This design comes from an exercise in tuning for small area, a short achievable clock period and few clock cycles on the open sky130 flow, not from production work. Only simulation tests tie the RTL to the original design; equivalence was not proved. Power is estimated from default activity; no workload was simulated.

==> design/flow/design.v <==
module nlm_sorter (
    input  wire               clk,
    input  wire               rst,
    output wire               ready,
    input  wire               wr_en,
    input  wire [4:0]         wr_idx,
    input  wire [15:0]        wr_vcap,
    input  wire               wr_svc,
    input  wire               start,
    input  wire signed [23:0] v_arm,
    input  wire signed [15:0] i_p,
    input  wire [14:0]        i_dead,
    input  wire [15:0]        band,
    input  wire               full_bridge,
    output reg                done,
    output reg  [31:0]        mask,      
    output reg  [5:0]         n_out,
    output reg                neg,
    output reg                dir
);
    localparam N = 32;
    function [31:0] addp;
        input [31:0] a, b;
        input        cin;
        reg   [31:0] g, p, gg, pp, cy;
        integer d, i;
        begin
            g = a & b;
            p = a ^ b;
            gg = g; pp = p;
            for (d = 1; d < 32; d = d * 2)
                for (i = 31; i >= d; i = i - 1) begin
                    gg[i] = gg[i] | (pp[i] & gg[i-d]);
                    pp[i] = pp[i] & pp[i-d];
                end
            cy[0] = cin;
            for (i = 1; i < 32; i = i + 1)
                cy[i] = gg[i-1] | (pp[i-1] & cin);
            addp = p ^ cy;
        end
    endfunction
    function lt16;
        input [15:0] a, b;
        reg   [31:0] s;
        begin
            s = addp({16'd0, a}, {16'd0, ~b}, 1'b1);
            lt16 = !s[16];
        end
    endfunction
    reg         pend;            
    reg  [23:0] is_varm;
    reg  [15:0] is_ip;
    reg  [14:0] is_dead;
    reg  [15:0] is_band;
    reg         is_fb;
    reg         busy;            
    reg  [4:0]  cc;              
    wire go = pend && !busy;     
    assign ready = !pend || !busy;
    wire wr_fire    = ready && wr_en;
    wire start_fire = ready && start && !wr_en;
    reg  [15:0] tv [0:N-1];
    reg  [N-1:0] tsvc;
    reg         ir_wr;
    reg  [4:0]  ir_idx;
    reg  [15:0] ir_v;
    reg         ir_s;
    reg         u_wr;
    reg  [15:0] u_old, u_new;
    reg         u_so, u_sn;
    reg  [20:0] s_sum;
    reg  [5:0]  m_cnt;
    wire [15:0] t_old  = tv[ir_idx];
    wire [20:0] s_x  = s_sum ^ {5'd0, u_new} ^ {5'h1f, ~u_old};
    wire [20:0] s_c  = (s_sum & {5'd0, u_new}) | (s_sum & {5'h1f, ~u_old}) |
                       ({5'd0, u_new} & {5'h1f, ~u_old});
    wire [31:0] s_upd = addp({11'd0, s_x}, {10'd0, s_c, 1'b0}, 1'b1);
    wire [31:0] m_upd = addp({26'd0, m_cnt}, {26'd0, {5{u_so & !u_sn}}, u_so ^ u_sn}, 1'b0);
    wire        ts_old = tsvc[ir_idx];
    always @(posedge clk) begin
        ir_idx <= wr_idx;
        ir_v   <= wr_vcap;
        ir_s   <= wr_svc;
        u_old  <= ts_old ? t_old : 16'd0;
        u_new  <= ir_s ? ir_v : 16'd0;
        u_so   <= ts_old;
        u_sn   <= ir_s;
        if (ir_wr)
            tv[ir_idx] <= ir_v;
        if (rst) begin
            ir_wr <= 1'b0;
            u_wr  <= 1'b0;
            tsvc  <= {N{1'b0}};
            s_sum <= 21'd0;
            m_cnt <= 6'd0;
        end else begin
            ir_wr <= wr_fire;
            u_wr  <= ir_wr;
            if (ir_wr)
                tsvc[ir_idx] <= ir_s;
            if (u_wr) begin
                s_sum <= s_upd[20:0];
                m_cnt <= m_upd[5:0];
            end
        end
    end
    reg  [15:0] rv [0:N-1];
    reg  [N-1:0] rsvc;
    integer t;
    always @(posedge clk) begin
        if (go) begin
            for (t = 0; t < N; t = t + 1)
                rv[t] <= tv[t];
            rsvc <= tsvc;
        end
    end
    reg         pdir;
    reg  [23:0] a_abs;
    reg         r_neg, r_zero, r_d, chg;
    reg  [15:0] r_band;
    reg         r_dir;
    wire signed [16:0] ip_ext   = {is_ip[15], is_ip};
    wire signed [16:0] dead_pos = {2'b00, is_dead};
    wire signed [16:0] dead_neg = -{2'b00, is_dead};
    wire new_d = (ip_ext > dead_pos) ? 1'b1 :
                 (ip_ext < dead_neg) ? 1'b0 : pdir;
    wire new_neg = is_fb && is_varm[23];
    reg  [5:0]  mreg;
    reg  [20:0] sreg;
    reg  [29:0] rem;
    reg  [27:0] dd;
    reg  [5:0]  q;
    reg         ovf;
    reg  [5:0]  n_r;
    localparam [4:0] C_INIT = 5'd11, C_EV0 = 5'd29, C_EV1 = 5'd30;
    wire [5:0] nsel = (r_zero || sreg == 21'd0 || mreg == 6'd0) ? 6'd0 :
                      (ovf || q > mreg) ? mreg : q;
    wire [31:0] rem_t32 = addp({2'd0, rem}, {4'hf, ~dd}, 1'b1);
    wire [29:0] rem_trial = rem_t32[29:0];
    wire [31:0] ovf_t32 = addp({2'd0, rem}, {3'h7, ~dd, 1'b1}, 1'b1);
    wire [31:0] pp0 = addp({8'd0, mreg[0] ? a_abs : 24'd0}, {7'd0, mreg[1] ? a_abs : 24'd0, 1'b0}, 1'b0);
    wire [31:0] pp1 = addp({8'd0, mreg[2] ? a_abs : 24'd0}, {7'd0, mreg[3] ? a_abs : 24'd0, 1'b0}, 1'b0);
    wire [31:0] pp2 = addp({8'd0, mreg[4] ? a_abs : 24'd0}, {7'd0, mreg[5] ? a_abs : 24'd0, 1'b0}, 1'b0);
    reg  [25:0] t0, t1, t2;
    wire [31:0] o0 = {5'd0, t0, 1'b0};
    wire [31:0] o1 = {3'd0, t1, 3'b0};
    wire [31:0] o2 = {1'd0, t2, 5'b0};
    wire [31:0] o3 = {11'd0, sreg};
    wire [31:0] x1s = o0 ^ o1 ^ o2;
    wire [31:0] x1c = {((o0 & o1) | (o0 & o2) | (o1 & o2)), 1'b0};
    wire [31:0] x2s = x1s ^ x1c ^ o3;
    wire [31:0] x2c = {((x1s & x1c) | (x1s & o3) | (x1c & o3)), 1'b0};
    wire [31:0] num32 = addp(x2s, x2c, 1'b0);
    wire [31:0] neg_v = addp({8'd0, ~is_varm}, 32'd0, 1'b1);
    reg  [17:0] P, Q;
    reg  [16:0] kb;              
    reg  [15:0] cA, cB;
    reg         ftA, ffA, ftB, ffB;
    function [37:0] thr;
        input [17:0] qin;
        input [15:0] bnd;
        input        ch;
        reg [31:0] db, na, nb;
        reg [15:0] ca, cb;
        reg        dbneg;
        begin
            db = addp({14'd0, qin}, {16'hffff, ~bnd}, 1'b1);     
            na = addp({16'd0, ~qin[15:0]}, 32'd0, 1'b1);         
            nb = addp({16'd0, ~qin[15:0]}, {16'd0, bnd}, 1'b1);  
            dbneg = db[31];
            ca = ch ? qin[15:0] : na[15:0];
            cb = ch ? db[15:0] : nb[15:0];
            thr = {ca, (qin[17] | qin[16]), (qin == 18'd0),
                   cb, (!dbneg && (db[18:16] != 3'd0)), (dbneg || (db[18:0] == 19'd0))};
        end
    endfunction
    reg [N-1:0] ltv;
    integer c;
    always @(*) begin
        for (c = 0; c < N; c = c + 1) begin
            if (mask[c])
                ltv[c] = rsvc[c] & (ftA | (!ffA & (lt16(rv[c], cA) ^ !chg)));
            else
                ltv[c] = rsvc[c] & (ftB | (!ffB & (lt16(rv[c], cB) ^ !chg)));
        end
    end
    reg  [7:0] kreg;
    reg  [5:0] scL;
    wire [7:0] s_cnt;
    nls_pop32k u_pop (.x(ltv), .k(kreg), .s(s_cnt));
    wire ge = s_cnt[7];
    wire [16:0] half = kb >> 1;
    wire [31:0] p_inc = addp({14'd0, P}, 32'd0, 1'b1);
    wire [17:0] c0_in = (cc == C_INIT) ? 18'd65536 :
                        (cc == C_EV0) ? p_inc[17:0] : (P | {1'b0, half});
    wire [17:0] c1_in = Q | {1'b0, half};
    wire [37:0] thr0 = thr(c0_in, r_band, chg);
    wire [37:0] thr1 = thr(c1_in, r_band, chg);
    wire        pick0 = (cc == C_INIT) || (cc == C_EV0) || ge;
    wire [37:0] thr_n = pick0 ? thr0 : thr1;
    reg  [N-1:0] Lv;
    reg  [N-1:0] E;
    reg  [5:0]   rr;
    reg  [2:0]   tch;
    reg          tact;
    wire [3:0] tsel;
    wire [2:0] tp1  = {2'd0, E[0]};
    wire [2:0] tp2  = tp1 + {2'd0, E[1]};
    wire [2:0] tp3  = tp2 + {2'd0, E[2]};
    wire [2:0] tpc4 = tp3 + {2'd0, E[3]};
    assign tsel[0] = E[0] && (rr != 6'd0);
    assign tsel[1] = E[1] && ({3'd0, tp1} < rr);
    assign tsel[2] = E[2] && ({3'd0, tp2} < rr);
    assign tsel[3] = E[3] && ({3'd0, tp3} < rr);
    always @(posedge clk) begin
        if (rst) begin
            pend  <= 1'b0;
            busy  <= 1'b0;
            cc    <= 5'd0;
            pdir  <= 1'b1;
            tact  <= 1'b0;
            done  <= 1'b0;
            mask  <= {N{1'b0}};
            n_out <= 6'd0;
            neg   <= 1'b0;
            dir   <= 1'b1;
        end else begin
            done <= 1'b0;
            if (start_fire) begin
                pend    <= 1'b1;
                is_varm <= v_arm;
                is_ip   <= i_p;
                is_dead <= i_dead;
                is_band <= band;
                is_fb   <= full_bridge;
            end else if (go) begin
                pend <= 1'b0;
            end
            if (go) begin
                busy   <= 1'b1;
                cc     <= 5'd1;
                a_abs  <= is_varm[23] ? neg_v[23:0] : is_varm;
                r_neg  <= new_neg;
                r_zero <= !is_fb && is_varm[23];
                r_d    <= new_d;
                chg    <= new_d ^ new_neg;
                r_band <= is_band;
            end else if (busy) begin
                cc <= cc + 5'd1;
                case (cc)
                5'd1: begin
                    mreg <= m_cnt;
                    sreg <= s_sum;
                end
                5'd2: begin
                    t0 <= pp0[25:0];
                    t1 <= pp1[25:0];
                    t2 <= pp2[25:0];
                    r_dir <= (mreg == 6'd0) ? pdir : r_d;
                    pdir  <= (mreg == 6'd0) ? pdir : r_d;
                end
                5'd3: begin
                    rem <= num32[29:0];
                    dd  <= {1'b0, sreg, 6'd0};
                end
                5'd4: begin
                    ovf <= !ovf_t32[31];
                    q   <= 6'd0;
                end
                C_INIT: begin
                    n_r  <= nsel;
                    kreg <= 8'd128 - {2'b00, nsel};
                    P    <= 18'd0;
                    Q    <= 18'd65536;
                    kb   <= 17'h10000;
                    {cA, ftA, ffA, cB, ftB, ffB} <= thr_n;
                end
                C_EV0: begin
                    Lv   <= ltv;
                    scL  <= s_cnt[5:0];
                    Q    <= p_inc[17:0];
                    {cA, ftA, ffA, cB, ftB, ffB} <= thr_n;
                end
                C_EV1: begin
                    busy  <= 1'b0;
                    cc    <= 5'd0;
                    E     <= ltv & ~Lv;
                    rr    <= 6'd0 - scL;    
                    tch   <= 3'd0;
                    tact  <= 1'b1;
                    mask  <= Lv;
                    n_out <= n_r;
                    neg   <= r_neg;
                    dir   <= r_dir;
                end
                default: begin
                    if (cc >= 5'd5 && cc <= 5'd10) begin
                        if (!rem_t32[31]) begin
                            rem <= rem_trial;
                            q   <= {q[4:0], 1'b1};
                        end else begin
                            q   <= {q[4:0], 1'b0};
                        end
                        dd <= dd >> 1;
                    end else begin
                        P  <= ge ? P : Q;
                        Q  <= ge ? c0_in : c1_in;
                        kb <= half;
                        {cA, ftA, ffA, cB, ftB, ffB} <= thr_n;
                    end
                end
                endcase
            end
            if (tact) begin
                mask[4*tch +: 4] <= mask[4*tch +: 4] | tsel;
                rr   <= (rr > {3'd0, tpc4}) ? rr - {3'd0, tpc4} : 6'd0;
                E    <= E >> 4;
                tch  <= tch + 3'd1;
                if (tch == 3'd7) begin
                    tact <= 1'b0;
                    done <= 1'b1;
                end
            end
        end
    end
endmodule
module nls_pop32k (input wire [31:0] x, input wire [7:0] k, output wire [7:0] s);
    wire w1 = x[0] ^ x[1] ^ x[2];
    wire w2 = (x[0] & x[1]) | (x[0] & x[2]) | (x[1] & x[2]);
    wire w3 = x[3] ^ x[4] ^ x[5];
    wire w4 = (x[3] & x[4]) | (x[3] & x[5]) | (x[4] & x[5]);
    wire w5 = x[6] ^ x[7] ^ x[8];
    wire w6 = (x[6] & x[7]) | (x[6] & x[8]) | (x[7] & x[8]);
    wire w7 = x[9] ^ x[10] ^ x[11];
    wire w8 = (x[9] & x[10]) | (x[9] & x[11]) | (x[10] & x[11]);
    wire w9 = x[12] ^ x[13] ^ x[14];
    wire w10 = (x[12] & x[13]) | (x[12] & x[14]) | (x[13] & x[14]);
    wire w11 = x[15] ^ x[16] ^ x[17];
    wire w12 = (x[15] & x[16]) | (x[15] & x[17]) | (x[16] & x[17]);
    wire w13 = x[18] ^ x[19] ^ x[20];
    wire w14 = (x[18] & x[19]) | (x[18] & x[20]) | (x[19] & x[20]);
    wire w15 = x[21] ^ x[22] ^ x[23];
    wire w16 = (x[21] & x[22]) | (x[21] & x[23]) | (x[22] & x[23]);
    wire w17 = x[24] ^ x[25] ^ x[26];
    wire w18 = (x[24] & x[25]) | (x[24] & x[26]) | (x[25] & x[26]);
    wire w19 = x[27] ^ x[28] ^ x[29];
    wire w20 = (x[27] & x[28]) | (x[27] & x[29]) | (x[28] & x[29]);
    wire w21 = x[30] ^ x[31] ^ k[0];
    wire w22 = (x[30] & x[31]) | (x[30] & k[0]) | (x[31] & k[0]);
    wire w23 = w1 ^ w3 ^ w5;
    wire w24 = (w1 & w3) | (w1 & w5) | (w3 & w5);
    wire w25 = w7 ^ w9 ^ w11;
    wire w26 = (w7 & w9) | (w7 & w11) | (w9 & w11);
    wire w27 = w13 ^ w15 ^ w17;
    wire w28 = (w13 & w15) | (w13 & w17) | (w15 & w17);
    wire w29 = w19 ^ w21;
    wire w30 = w19 & w21;
    wire w31 = w2 ^ w4 ^ w6;
    wire w32 = (w2 & w4) | (w2 & w6) | (w4 & w6);
    wire w33 = w8 ^ w10 ^ w12;
    wire w34 = (w8 & w10) | (w8 & w12) | (w10 & w12);
    wire w35 = w14 ^ w16 ^ w18;
    wire w36 = (w14 & w16) | (w14 & w18) | (w16 & w18);
    wire w37 = w20 ^ w22 ^ k[1];
    wire w38 = (w20 & w22) | (w20 & k[1]) | (w22 & k[1]);
    wire w39 = w23 ^ w25 ^ w27;
    wire w40 = (w23 & w25) | (w23 & w27) | (w25 & w27);
    wire w41 = w24 ^ w26 ^ w28;
    wire w42 = (w24 & w26) | (w24 & w28) | (w26 & w28);
    wire w43 = w30 ^ w31 ^ w33;
    wire w44 = (w30 & w31) | (w30 & w33) | (w31 & w33);
    wire w45 = w35 ^ w37;
    wire w46 = w35 & w37;
    wire w47 = w32 ^ w34 ^ w36;
    wire w48 = (w32 & w34) | (w32 & w36) | (w34 & w36);
    wire w49 = w38 ^ k[2];
    wire w50 = w38 & k[2];
    wire w51 = w40 ^ w41 ^ w43;
    wire w52 = (w40 & w41) | (w40 & w43) | (w41 & w43);
    wire w53 = w42 ^ w44 ^ w46;
    wire w54 = (w42 & w44) | (w42 & w46) | (w44 & w46);
    wire w55 = w47 ^ w49;
    wire w56 = w47 & w49;
    wire w57 = w48 ^ w50 ^ k[3];
    wire w58 = (w48 & w50) | (w48 & k[3]) | (w50 & k[3]);
    wire w59 = w52 ^ w53 ^ w55;
    wire w60 = (w52 & w53) | (w52 & w55) | (w53 & w55);
    wire w61 = w54 ^ w56 ^ w57;
    wire w62 = (w54 & w56) | (w54 & w57) | (w56 & w57);
    wire w63 = w62 ^ w58 ^ k[4];
    wire w64 = (w62 & w58) | (w62 & k[4]) | (w58 & k[4]);
    wire [7:0] ra = {k[7], k[6], w64, w63, w60, w59, w51, w39};
    wire [7:0] rb = {1'b0, 1'b0, k[5], 1'b0, w61, 1'b0, w45, w29};
    wire [7:0] g0 = ra & rb, p0 = ra ^ rb;
    wire [7:0] g1 = g0 | ((p0 & {g0[6:0], 1'b0}));
    wire [7:0] p1 = p0 & {p0[6:0], 1'b0};
    wire [7:0] g2 = g1 | ((p1 & {g1[5:0], 2'b0}));
    wire [7:0] p2 = p1 & {p1[5:0], 2'b0};
    wire [7:0] g3 = g2 | ((p2 & {g2[3:0], 4'b0}));
    assign s = p0 ^ {g3[6:0], 1'b0};
endmodule
==> design/flow/run.sh <==
#!/bin/bash
# synth_recipe.tcl (not shown) runs the flow's synth.tcl, then flattens the netlist and writes it again
# the make line also repeats each setting of config.mk as NAME=value (left out here)
make -C /OpenROAD-flow-scripts/flow DESIGN_CONFIG=/design/flow/config.mk WORK_HOME=/design/flow/orfs CLKGATE_MAP_FILE= SYNTH_SCRIPT=/design/flow/synth_recipe.tcl finish
==> design/flow/config.mk <==
export PLATFORM = sky130hd
export DESIGN_NAME = nlm_sorter
export DESIGN_NICKNAME = nlm_sorter
export VERILOG_FILES = /design/flow/design.v
export SDC_FILE = /design/flow/constraint.sdc
export NUM_CORES = 4
export LEC_CHECK = 0
export CAP_MARGIN = 40
export CORE_MARGIN = 2
export CORE_UTILIZATION = 25
export PLACE_DENSITY = 0.35
export SLEW_MARGIN = 40
==> design/flow/constraint.sdc <==
create_clock -name core_clock -period 12.0 [get_ports {clk}]
set_input_delay 2.4000 -clock core_clock [delete_from_list [all_inputs] [get_ports {clk}]]
set_output_delay 2.4000 -clock core_clock [all_outputs]
set_load 0.01 [all_outputs]
==> results_dict.tcl, run 1 <==
set metrics [dict create \
    finalHoldViolCount 0 \
    fin_crit_sh 0.866 \
    reg2reg_depth 28 \
    worst-path-buf-inv 4 \
    layout_common_cells "1521 x edfxtp_1, 1364 x ha_1, 506 x a21oi_1, 413 x nand2_1, 390 x nor2_1" \
    timing.critical_path.arrival_ns 11.04 \
    dp_hpwl_um 298000 \
    start_util 0.251 \
    fin_nets 9855 \
    yosys.area.top_type "edfxtp_1" \
    hold_class "flip-flop to flip-flop" \
    routed_via_density 4.94 \
    path_class "flip-flop to flip-flop" \
    grt.total_usage 0.190 \
    setup_tns_ns 0 \
    rows 230 \
    core_um2 392000 \
    fmax_ghz 0.0963 \
    root_buffer "clkbuf_16" \
    p_total_w 0.0146 \
    ys_warn_count 2 \
    area_delta_synth_final_pct 17.2 \
    placed_cell_area_um2 108000 \
    cp_slowest_cell "o311ai_1" \
    syn_inst 7917 \
    p_per_area_nw_per_um2 127 \
    peakVddDrop_v 0.000109 \
    finClkSkew_ns 0.0913 \
    fin_util 0.294 \
    wl_met2_um 193000 \
    cp.depth 28 \
    synth_edf_count 1521 \
    cts_tree "done" \
    met3_length_um 12800 \
    hold_depth 0 \
    end_kind "flip-flop" \
    pin_count 140 \
    tightest_slew_ns 0.951 \
    clock_latency_ns 0.96 \
    syn_area_per_cell_um2 12.4 \
    startpoint_type "flip-flop" \
    antenna_found_initial 25 \
    required_ns 12.65 \
    max_stage_delay_ns 0.66 \
    status "timing/DRC/antenna clean" \
    fillerInstances 39500 \
    crit_path_frequent_cell "fa_1" \
    synth_area_leaders "edfxtp_1 47%, ha_1 17%, mux4_2 3.4%" \
    cts_max_level 4 \
    synth-seq-cells 1688 \
    grt_pass1_wl_um 540000 \
    ant_nets 0 \
    post-cts-setup-buffers 0 \
    wl_per_cell_um 28.2 \
    whs_ns 0.377 \
    vias 67700 \
    met1Wirelength_um 168000 \
    rsz0062_at_grt "no" \
    setup_violations 0 \
    final_common_cell "edfxtp_1" \
    top_layer "met4" \
    syn-cell-area_um2 98200 \
    clk_path_buf_depth 4 \
    clkTransAtPathRegs_ns 0.06 \
    critPathTopFamily "adder cells" \
    cts_resized 0 \
    cts_hold_buf 0 \
    ys_async_sr_fraction 0 \
    p_leak_nw 43.4 \
    synth_ff_type "edfxtp_1" \
    totalWireLength_um 386000 \
    syn_nets 9467 \
    drive_gt1_frac 0.106 \
    grt_pass1_vias 70300 \
    ys_types 95 \
    relSlewSlack 0.363 \
    path_max_fanout 36 \
    cts_buffers 216 \
    design.die.area_um2 398000 \
    drtIter0Drc 4810 \
    drv_cap 0 \
    firstDrtPassIters 7 \
    overflow 0 \
    postLayoutCellArea_um2 115000 \
    synth_seq_area_share 0.499 \
    synth_top_area_frac 0.465 \
    drc 0 \
    portBuffers 139 \
    die_w_um 631 \
    post-route-min-period_ns 10.39 \
    grt_max_degree 120 \
    place_congestion 0.869 \
    cts_sinks 1688 \
    slew_viol_final 0 \
    fp.dieH_um 631 \
]
## Yosys cell counts, drive strengths merged, types with 38 or more instances
cell,count
a2111oi,38
a211oi,81
a21o,221
a21oi,507
a221oi,43
a22oi,53
a31oi,65
and2,191
and3,58
buf,41
clkbuf,159
dfxtp,167
edfxtp,1521
fa,88
ha,1364
inv,376
mux2i,65
mux4,150
nand2,420
nand2b,63
nand3,105
nand4,111
nor2,431
nor2b,115
nor3,134
o211ai,81
o21a,157
o21ai,338
o31ai,47
xnor2,188
xor2,73
## metrics by stage
stage | cells | setup WS, ns
floorplan | 7917 | 0.0130
global placement | 13300 | -0.0406
detailed placement | 13300 | 1.59
CTS | 13700 | 1.49
global route | 13700 | 1.31
finish | 13700 | 1.61
## worst reg2reg max path: cells and delay by family (launching register included)
family                   cells  cell delay, ns
AO/OA/AOI/OAI                8            3.11
XOR/XNOR                     2            0.56
adder cells (fa/ha/maj)      8            3.13
buffers and inverters        4            1.37
flip-flops                   1            0.37
multiplexers                 1            0.68
AND/OR/NAND/NOR              5            0.86
## flip-flops by register name (all words and copies together), names as in the netlist, 24 cells and up
signal and flops:
rem 30, t1 26, is_varm 24, a_abs 24, tv 512, rsvc 32, tsvc 32, t2 25
rv 512, dd 27, E 32, t0 26, mask 32, Lv 32
## kinds of logic (layout without fill, tap and decap cells)
| group | Yosys count | in the layout | share of synthesized area |
|---|---|---|---|
| flops | 1688 | 1688 | 0.499 |
| xor+xnor | 261 | 261 | 0.0233 |
| compound gates | 1924 | 1924 | 0.130 |
| fa+ha+maj | 1454 | 1454 | 0.192 |
| other cells | 0 | 10 | 0 |
| mux | 227 | 227 | 0.0424 |
| simple gates | 1787 | 1787 | 0.0907 |
| buf+inv | 576 | 1140 | 0.0232 |
## area by class of cell
type / count / area, µm² / share of cell area
timing repair buffer: 370 / 3630 / 0.0315
inverter: 376 / 1430 / 0.0124
clock buffer: 282 / 5860 / 0.0509
antenna: 10 / 25.0 / 0.000217
multi-input combinational: 5653 / 47500 / 0.413
tap: 5220 / 6530 / 0.0568
clock inverter: 112 / 1090 / 0.00947
sequential: 1688 / 49000 / 0.426
## power breakdown
group | internal (W) | total, W | switching, W
Sequential | 0.00650 | 0.00660 | 0.0000987
Clock | 0.00375 | 0.00655 | 0.00281
Combinational | 0.000530 | 0.00142 | 0.000886
## metal layers
metal / global-route usage / vias up
met3: 0.0189 / 444
met4: 0.0547 / 0
met1: 0.243 / 34600
li1: - / 31300
met2: 0.338 / 1316
met5: 0 / -
## final timing paths
| path | startpoint | to | slack, ns |
|---|---|---|---|
| hold reg to reg | tv[3][6] | rv[3][6] | 0.38 |
| setup / recovery | cB[9] | cB[7] | 1.61 |
| hold / removal | tv[3][6] | rv[3][6] | 0.38 |
| setup reg to reg | cB[9] | cB[7] | 1.61 |
Testbench counts, summed over its fixed seeds: cycles 12,984.
==> run 2, diff against run 1 <==
--- a/design/flow/design.v
+++ b/design/flow/design.v
@@ -55,49 +55,54 @@
     reg         is_fb;
     reg         busy;            
     reg  [4:0]  cc;              
-    wire go = pend && !busy;     
-    assign ready = !pend || !busy;
+    reg  [15:0] tv [0:32];
+    reg  [32:0] tsvc;
+    reg  [5:0]  hd;              
+    reg         wb_v;            
+    reg  [4:0]  wb_idx;
+    reg  [15:0] wb_val;
+    reg         wb_s;
+    wire wmatch = wb_v && (hd == {1'b0, wb_idx});
+    wire go = pend && !busy && (hd == 6'd32);
+    assign ready = (!wb_v || wmatch) && (!pend || go);
     wire wr_fire    = ready && wr_en;
     wire start_fire = ready && start && !wr_en;
-    reg  [15:0] tv [0:N-1];
-    reg  [N-1:0] tsvc;
-    reg         ir_wr;
-    reg  [4:0]  ir_idx;
-    reg  [15:0] ir_v;
-    reg         ir_s;
     reg         u_wr;
     reg  [15:0] u_old, u_new;
     reg         u_so, u_sn;
     reg  [20:0] s_sum;
     reg  [5:0]  m_cnt;
-    wire [15:0] t_old  = tv[ir_idx];
     wire [20:0] s_x  = s_sum ^ {5'd0, u_new} ^ {5'h1f, ~u_old};
     wire [20:0] s_c  = (s_sum & {5'd0, u_new}) | (s_sum & {5'h1f, ~u_old}) |
                        ({5'd0, u_new} & {5'h1f, ~u_old});
     wire [31:0] s_upd = addp({11'd0, s_x}, {10'd0, s_c, 1'b0}, 1'b1);
     wire [31:0] m_upd = addp({26'd0, m_cnt}, {26'd0, {5{u_so & !u_sn}}, u_so ^ u_sn}, 1'b0);
-    wire        ts_old = tsvc[ir_idx];
+    integer t;
     always @(posedge clk) begin
-        ir_idx <= wr_idx;
-        ir_v   <= wr_vcap;
-        ir_s   <= wr_svc;
-        u_old  <= ts_old ? t_old : 16'd0;
-        u_new  <= ir_s ? ir_v : 16'd0;
-        u_so   <= ts_old;
-        u_sn   <= ir_s;
-        if (ir_wr)
-            tv[ir_idx] <= ir_v;
+        for (t = 0; t < 32; t = t + 1)
+            tv[t] <= tv[t+1];
+        tv[32] <= wmatch ? wb_val : tv[0];
+        if (wr_fire) begin
+            wb_idx <= wr_idx;
+            wb_val <= wr_vcap;
+            wb_s   <= wr_svc;
+        end
+        u_old  <= tsvc[0] ? tv[0] : 16'd0;
+        u_new  <= wb_s ? wb_val : 16'd0;
+        u_so   <= tsvc[0];
+        u_sn   <= wb_s;
         if (rst) begin
-            ir_wr <= 1'b0;
+            hd    <= 6'd32;
+            wb_v  <= 1'b0;
             u_wr  <= 1'b0;
-            tsvc  <= {N{1'b0}};
+            tsvc  <= 33'd0;
             s_sum <= 21'd0;
             m_cnt <= 6'd0;
         end else begin
-            ir_wr <= wr_fire;
-            u_wr  <= ir_wr;
-            if (ir_wr)
-                tsvc[ir_idx] <= ir_s;
+            hd    <= (hd == 6'd32) ? 6'd0 : hd + 6'd1;
+            wb_v  <= wr_fire || (wb_v && !wmatch);
+            u_wr  <= wmatch;
+            tsvc  <= {wmatch ? wb_s : tsvc[0], tsvc[32:1]};
             if (u_wr) begin
                 s_sum <= s_upd[20:0];
                 m_cnt <= m_upd[5:0];
@@ -106,12 +111,11 @@
     end
     reg  [15:0] rv [0:N-1];
     reg  [N-1:0] rsvc;
-    integer t;
     always @(posedge clk) begin
         if (go) begin
             for (t = 0; t < N; t = t + 1)
-                rv[t] <= tv[t];
-            rsvc <= tsvc;
+                rv[t] <= tv[t+1];
+            rsvc <= tsvc[32:1];
         end
     end
     reg         pdir;
==> run 2 against run 1 <==
Effect of this change:
- flip-flop and latch count rose by 23
- cell count fell by 6.7%
- cell area fell by 9.3%
- utilization barely moved
- fmax fell by 1.2%
- still clean
- routed wire length fell by 23%
- area after synthesis fell by 9.2%
==> results_dict.tcl, run 2 <==
set metrics [dict create \
    cts_hold_buf 0 \
    grt_pass1_wl_um 430000 \
    max_stage_delay_ns 0.75 \
    synth-seq-cells 1711 \
    finClkSkew_ns 0.0758 \
    ys_types 89 \
    core_um2 355000 \
    grt_max_degree 131 \
    critPathCapture "cA[13]" \
    portBuffers 139 \
    p_int_w 0.0110 \
    rsz0062_at_grt "no" \
    cp_slowest_cell "a2111oi_1" \
    p_switching_w 0.00381 \
    root_buffer "clkbuf_16" \
    ant_nets 0 \
    totalWireLength_um 297000 \
    clkTransAtPathRegs_ns 0.06 \
    fp.dieH_um 601 \
    hold_class "flip-flop to flip-flop" \
    synth_edf_count 1031 \
    rows 219 \
    synthSimpleGateAreaFrac 0.0917 \
    synth_ff_type "edfxtp_1" \
    relSlewSlack 0.345 \
    pin_count 140 \
    status "timing/DRC/antenna clean" \
    post-route-min-period_ns 10.52 \
    overflow 0 \
    drc 0 \
    syn-cell-area_um2 89200 \
    synth.mux.area_fraction 0.0124 \
    firstDrtPassIters 6 \
    p_comb_frac 0.112 \
    grt_pass1_vias 60000 \
    ys_async_sr_fraction 0 \
    syn_nets 9081 \
    wl_per_cell_um 23.2 \
    drv_cap 0 \
    synth_area_leaders "edfxtp_1 35%, ha_1 19%, dfxtp_1 15%" \
    finalHoldViolCount 0 \
    end_kind "flip-flop" \
    antenna_found_initial 22 \
    required_ns 12.55 \
    syn_area_per_cell_um2 11.8 \
    largest_reg_flops 528 \
    largestRegisters "tv: 528 flops, rv: 512 flops, tsvc: 33 flops" \
    yosys-top-cells-count "1362 x ha_1, 1031 x edfxtp_1, 680 x dfxtp_1" \
    start_util 0.251 \
    peakVddDrop_v 0.000112 \
    cts_sinks 1711 \
    synthAdderAreaFrac 0.211 \
    drive_gt1_frac 0.0753 \
    fillerInstances 36300 \
    layout_common_cells "1362 x ha_1, 1031 x edfxtp_1, 679 x dfxtp_1, 526 x a21oi_1, 378 x nor2_1" \
    setup_tns_ns 0 \
    setup_violations 0 \
    grt.total_usage 0.161 \
    ys_warn_count 3 \
    routed_via_density 4.60 \
    path_max_fanout 27 \
    fmax_ghz 0.0951 \
    vias 58900 \
    synth_xor_area_frac 0.0269 \
    synth_seq_area_share 0.500 \
    p_leak_nw 42.0 \
    cts_tree "done" \
    die_w_um 601 \
    fin_crit_sh 0.877 \
    slew_viol_final 0 \
    clock_latency_ns 0.90 \
    synth_compound_area_frac 0.136 \
    swShare 0.257 \
    r2r_slack_ns 1.48 \
    synth_top_area_frac 0.347 \
    layout_setup_ws_ns 1.48 \
    fin_nets 9411 \
    final_common_cell "ha_1" \
    p_clk_frac 0.447 \
    crit_path_frequent_cell "fa_1" \
    dp_hpwl_um 228000 \
    top_register "tv" \
    crit_start "cB[0]" \
    synth_top_family_by_area "adder cells" \
    area_delta_synth_final_pct 17.1 \
    startpoint_type "flip-flop" \
    tightest_slew_ns 0.973 \
    design.die.area_um2 361000 \
    yosys.area.top_type "edfxtp_1" \
    p_per_area_nw_per_um2 142 \
    cts_resized 0 \
    timing.critical_path.arrival_ns 11.07 \
    path_class "flip-flop to flip-flop" \
    post-cts-setup-buffers 0 \
    cts_max_level 4 \
    yosysMostFrequentCell "ha_1" \
    syn_inst 7533 \
    reg2reg_from "cB[0]" \
    cts_buffers 209 \
    seqPwrFrac 0.441 \
    drtIter0Drc 3610 \
    place_congestion 0.822 \
    pre_cts_slack_ns 1.55 \
    fin_util 0.294 \
    reg2reg_depth 29 \
    worst_r2r_endpoint "cA[13]" \
    clk_path_buf_depth 4 \
]
## run 2: per-stage QoR
| step | hold WS (ns) | std cells | total power, W | area (µm²) |
|---|---|---|---|---|
| detailed placement | 0.332 | 12400 | 0.00833 | 97200 |
| global route | 0.335 | 12800 | 0.0155 | 104000 |
| finish | 0.326 | 12800 | 0.0148 | 104000 |
| CTS | 0.323 | 12800 | 0.0151 | 104000 |
| global placement | 0.329 | 12400 | 0.00831 | 97000 |
| floorplan | 0.327 | 7533 | 0.00771 | 89200 |
## run 2: cell families (layout without fill, tap and decap cells)
family          count (synthesis)  count (layout)
fa+ha+maj                    1452            1452
xor+xnor                      274             274
mux                            92              92
buf+inv                       523            1022
compound gates               1858            1858
other cells                     0              12
flops                        1711            1711
simple gates                 1623            1623
## run 2: how the worst min path moves through the flow
stage,startpoint,end,cells past startpoint
CTS,tv[30][7],tv[29][7],0
detailed placement,tv[22][12],tv[21][12],0
global route,tv[31][8],tv[30][8],0
finish,tv[1][10],tv[0][10],0
floorplan,tv[1][0],tv[0][0],0
global placement,tv[20][3],tv[19][3],0
## run 2: final cells by class
class                           count  area (µm²)  share of cell area
Antenna cell                       12        30.0            0.000288
Clock buffer                      275        5810              0.0557
Clock inverter                    105        1290              0.0123
Inverter                          369        1390              0.0133
Multi-Input combinational cell   5299       42800               0.410
Sequential cell                  1711       44600               0.427
Tap cell                         4751        5940              0.0569
Timing Repair Buffer              273        2550              0.0244
## run 2: per-layer routing
metal / GRT usage / vias up / wire, µm
li1: - / 28900 / -
met2: 0.252 / 1137 / 131000
met1: 0.227 / 28500 / 144000
met4: 0.0441 / 6 / 7990
met5: 0 / - / 31
met3: 0.0279 / 379 / 13600
## run 2: worst max-delay path, delay by kind of cell, from the launching register on
family                     cells  cell delay [ns]
AOI/OAI and AO/OA             11             3.86
adders and majority gates      8             2.99
and+or+nand+nor                5             1.20
buffers and inverters          3             0.93
xor gates and xnor gates       2             0.78
DFF                            1             0.36
## run 2: power groups by stage
| stage | registers [W] | logic, W | clock network (W) |
|---|---|---|---|
| after floorplan | 0.00666 | 0.00105 | 0 |
| after global placement | 0.00668 | 0.00163 | 0 |
| after detailed placement | 0.00667 | 0.00166 | 0 |
| after CTS | 0.00654 | 0.00167 | 0.00687 |
| after global routing | 0.00656 | 0.00187 | 0.00707 |
| final | 0.00654 | 0.00165 | 0.00663 |
Testbench counts of run 2, summed over its fixed seeds: cycles 12,984.

## separate check: timing with driven ports
How much do the figures lean on ideal ports? The routed layouts below were timed once more, with nothing changed but the port constraints. Step 1: set_driving_cell puts a clkbuf_16 on clk and a buf_2 on each other input, an assumption about the parent block. Step 2 moves the port delays by t, midway between the first and last clock arrival at a register: inputs arrive t later, outputs are due t later. That takes back most of the time a late clock gives input paths. Three values: ideal, step 1, step 2; two values: the first two.
| run | t (ns) | setup slack, ns | hold slack, ns | worst setup path after step 2 | cell pins on the clock port's net |
|---|---|---|---|---|---|
| run 1 | 1.022 | 1.612 / 1.612 / 1.612 | 0.377 / 0.377 / 0.377 | register to register | 1 |
| run 2 | 0.957 | 1.481 / 1.481 / 1.481 | 0.326 / 0.326 / 0.326 | register to register | 1 |
After both steps every run listed still meets setup and hold.
